From an optimization exercise on the open Yosys and OpenROAD flow, aimed at small area, a short achievable clock period and few clock cycles per item; shortcuts taken in it are not production practice. The RTL was checked by simulation tests, not by an equivalence proof against the original design. No activity file was given, so power comes from the tool's default toggle rates.

Setup of oak:
==> flow/design.v (excerpt) <==
module t4_block_enc (
    input  wire         clk,
    input  wire         rst,           
    input  wire         in_valid,
    output wire         in_ready,
    input  wire [63:0]  in_data,       
    input  wire         in_sat,        
    output wire         out_valid,
    input  wire         out_ready,
    output wire [15:0]  out_header,    
    output wire [127:0] out_codes,     
    output wire         out_flush,     
    output wire [5:0]   out_clipped    
);
==> flow/config.mk <==
export PLATFORM = sky130hd
export DESIGN_NAME = t4_block_enc
export DESIGN_NICKNAME = t4_block_enc
export VERILOG_FILES = /design/flow/design.v
export SDC_FILE = /design/flow/constraint.sdc
export NUM_CORES = 4
export LEC_CHECK = 0
export CAP_MARGIN = 60
export CORE_MARGIN = 2
export CORE_UTILIZATION = 40
export PLACE_DENSITY = 0.6
export SLEW_MARGIN = 60
==> flow/constraint.sdc <==
create_clock -name core_clock -period 14.0 [get_ports {clk}]
set_input_delay 2.8000 -clock core_clock [delete_from_list [all_inputs] [get_ports {clk}]]
set_output_delay 2.8000 -clock core_clock [all_outputs]
set_load 0.01 [all_outputs]
run.sh (not shown) runs the stock make flow with config.mk's settings and CLKGATE_MAP_FILE= SYNTH_SCRIPT=/design/flow/synth_recipe.tcl, a recipe that flattens the netlist after the stock synthesis.
oak | status: complete | timing, DRC, antenna: pass
Testbench counts of oak, summed over its fixed seeds: cycles 17,448, items 512.
Modified inputs, pine compared to oak
diff --git a/flow/design.v b/flow/design.v
--- a/flow/design.v
+++ b/flow/design.v
@@ -8,35 +8,14 @@
     output wire         out_valid,
     input  wire         out_ready,
     output wire [15:0]  out_header,    
     output wire [127:0] out_codes,     
     output wire         out_flush,     
     output wire [5:0]   out_clipped    
 );
-    function [5:0] ceilf;
-        input [5:0] p;
-        input [4:0] m;
-        input       st;
-        input [5:0] k;
-        reg signed [7:0] sh;
-        reg [4:0] mq;
-        reg       rnz;
-        begin
-            sh = $signed({2'b00, k}) + 8'sd4 - $signed({2'b00, p});
-            if (sh < 0) begin
-                ceilf = 6'd63;
-            end else if (sh >= 5) begin
-                ceilf = {5'd0, (|m) | st};
-            end else begin
-                mq  = m >> sh[2:0];
-                rnz = st | (|(m & ~(5'h1f << sh[2:0])));
-                ceilf = {1'b0, mq} + {5'd0, rnz};
-            end
-        end
-    endfunction
     function [5:0] ceils;
         input [4:0] m;
         input       st;
         input [2:0] sh;
         begin
             if (sh >= 3'd5) ceils = {5'd0, (|m) | st};
             else ceils = {1'b0, m >> sh} + {5'd0, st | (|(m & ~(5'h1f << sh)))};
@@ -66,38 +45,14 @@
                             : ($signed({3'b000, zz}) + $signed({2'b00, qq[4:0]}));
                 if (raw < 0)       codeq = {1'b1, 4'd0};
                 else if (raw > 15) codeq = {1'b1, 4'd15};
                 else               codeq = {1'b0, raw[3:0]};
             end
         end
     endfunction
-    function [4:0] codef;
-        input [10:0] ent;     
-        input [5:0]  km1;     
-        input [3:0]  zz;
-        reg signed [7:0] t;
-        reg [4:0] w;
-        reg [4:0] q;
-        reg signed [6:0] raw;
-        begin
-            t = $signed({2'b00, ent[9:4]}) - $signed({2'b00, km1});
-            if (t < 0) w = 5'd0;
-            else w = {1'b1, ent[3:0]} >> (3'd4 - t[2:0]);
-            q = ({1'b0, w[4:1]}) + {4'd0, w[0]};        
-            if (t >= 5) begin
-                codef = {1'b1, ent[10] ? 4'd0 : 4'd15};
-            end else begin
-                raw = ent[10] ? ($signed({3'b000, zz}) - $signed({2'b00, q}))
-                              : ($signed({3'b000, zz}) + $signed({2'b00, q}));
-                if (raw < 0)       codef = {1'b1, 4'd0};
-                else if (raw > 15) codef = {1'b1, 4'd15};
-                else               codef = {1'b0, raw[3:0]};
-            end
-        end
-    endfunction
     reg         in_ready_q;
     reg  [4:0]  cnt;             
     reg         big_acc;         
     reg  [2:0]  bigstall;        
     reg         pend;            
     reg         sweeping;
     reg         wv, yv, xv;      
@@ -379,30 +334,31 @@
     wire [3:0]  zfit = cnsr + ((4'd15 - cpsr - cnsr) >> 1);
     wire        ksat = kselr > 6'd47;
     reg  [5:0]  d_km1;
     reg  [3:0]  d_z;
     reg  [5:0]  d_eb;
     reg         d_zero, d_flush, d_sat, d_satz;
     wire        sweep_start = kz_ready & ~sweeping & ~wv & ~yv & ~xv & ~out_valid_q;
-    wire [3:0]  dq1  = dq[3:0] + 4'd1;
-    wire [3:0]  zsat = dsum[69] ? dq[3:0] : dq1;       
+    reg         ddone;
+    always @(posedge clk) ddone <= ~rst & (dstep == 3'd7);
+    wire [3:0]  zsat = dq[4:1] + {3'd0, dq[0]};
     always @(posedge clk) begin
         if (rst) begin
             kz_ready <= 1'b0;
         end else begin
             if (lk3) begin
                 d_zero  <= zblk3;
                 d_flush <= zblk3 ? ~allz3 : (smallk3 && (kselr == 6'd9) && c8ok3);
                 d_km1   <= ksat ? 6'd46 : (kselr - 6'd1);
                 d_eb    <= zblk3 ? 6'b100000 : (ksat ? 6'd7 : (kselr - 6'd40));
                 d_z     <= zblk3 ? 4'd0 : zfit;
                 d_satz  <= ksat & ~zblk3;
                 d_sat   <= ksat | blk_smark;
                 if (!blk_big) kz_ready <= 1'b1;
-            end else if (dstep == 3'd7) begin
+            end else if (ddone) begin
                 if (d_satz) d_z <= zsat;
                 kz_ready <= 1'b1;
             end else if (sweep_start) begin
                 kz_ready <= 1'b0;
             end
         end
     end
==> comparison <==
Between pine and oak, the global-route usage figures differ only marginally. In the reports for pine and oak, the larger worst slack on hold paths belongs to oak. Relative to oak, count of multi-input combinational gates has decreased by about 1.8% in pine. ~same synthesized area in pine and oak. When the final numbers for pine and oak were put side by side, the wire length turned out to be smaller in pine. Area of placed instances is higher on oak. pine ended up with a lower overall power consumption than oak did.
Testbench counts of pine, summed over its fixed seeds: cycles 17,449, items 512.

* * *

Another version of the RTL of t4_block_enc (not shown whole).
Size in the first run: roughly 1000 flip-flops, ~220 I/O pins, roughly 56000 um^2 of cells after synthesis.
export LEC_CHECK = 0
export CAP_MARGIN = 60
export CORE_MARGIN = 2
export CORE_UTILIZATION = 40
export PLACE_DENSITY = 0.6
export SLEW_MARGIN = 60
create_clock -name core_clock -period 14.0 [get_ports {clk}]
The first run ran to the end with no violations.
Testbench counts at the start, summed over its fixed seeds: cycles 17,449, items 512.
Then changed:
--- a/flow/design.v
+++ b/flow/design.v
@@ -106,24 +106,24 @@
     reg         s_d1, s_d2, s_dn;
     always @(posedge clk) begin
         s_d1  <= (dstep_n == 3'd1);
         s_d2  <= (dstep_n == 3'd2);
         s_dn  <= (dstep_n >= 3'd3);
     end
     wire [69:0] Vx  = {{4{V[65]}}, V};
-    wire [69:0] opA = L;
     reg         s_sg;
     wire [69:0] v8s = {Vx[66:0], 3'd0};                      
-    wire [69:0] opB = s_d1 ? ~Vx : (s_sg ? ~v8s : v8s);
-    wire        cin = s_d1 | s_sg;
-    wire [69:0] dsum = padd(opA, opB, cin);
+    wire [69:0] dsv  = padd(L, ~Vx, 1'b1);                  
+    wire [69:0] dsp  = padd(L, ~v8s, 1'b1);                 
+    wire [69:0] dsm  = padd(L, v8s, 1'b0);                  
+    wire [69:0] dsum = s_sg ? dsp : dsm;
     wire [69:0] d15  = padd(L, ~{L[65:0], 4'd0}, 1'b1);
     always @(posedge clk) begin
         dstep <= dstep_n;
-        if (s_d1) V <= dsum[65:0];
+        if (s_d1) V <= dsv[65:0];
         if (s_d2) L <= d15;
         if (s_dn) begin
             L  <= {dsum[68:0], 1'b0};
             dq <= {dq[3:0], ~dsum[69]};
         end
         s_sg <= s_dn & dsum[69];
         if (v0 && dstep == 3'd0) begin
After rerunning:
- synthesized area rose by 8.6%
- first-iteration DRC count increases by 28%
- routed wire length goes up by 15%
- clock-buffer cell count goes down by 5
- global-route usage increases by 1.3 points
- synthesized cell count is higher by 14%
- sequential share of layout area went down by 3.3 points
- core utilization barely changes
Testbench counts after the change, summed over its fixed seeds: cycles 17,449, items 512.

-- afterwards: timing with drivers on the ports --
The flow's constraints put no driver on any port. The routed layouts listed below were extracted and timed again, unchanged, in two steps. Step 1 assumes that a clkbuf_16 drives the clock port and a buf_2 every other input. Step 2, shift: input delay + t, output delay - t, t = (earliest + latest rising clock arrival at the registers) / 2. This alone moves slack from input paths to output paths. Slacks: no drivers / after step 1 / after step 2; pairs: no drivers / after step 1.
run	t, ns	setup WS [ns]	latest minus earliest clock arrival (ns)	worst register clock-pin slew, ns	pins driven straight from the clock port
oak	0.827	8.634 / 8.634 / 8.634	0.099 / 0.100	0.07 / 0.07	1
pine	0.815	8.666 / 8.666 / 8.666	0.110 / 0.111	0.07 / 0.07	1
the first run of note 2	0.820	8.770 / 8.770 / 8.770	0.079 / 0.078	0.07 / 0.07	1
the second run of note 2	0.819	9.234 / 9.212 / 9.213	0.072 / 0.071	0.07 / 0.07	1
After both steps every run listed still meets setup and hold. The setup slack of the second run of note 2, which loses most, moves by -0.022 ns with the drivers and by -0.021 ns with both steps.
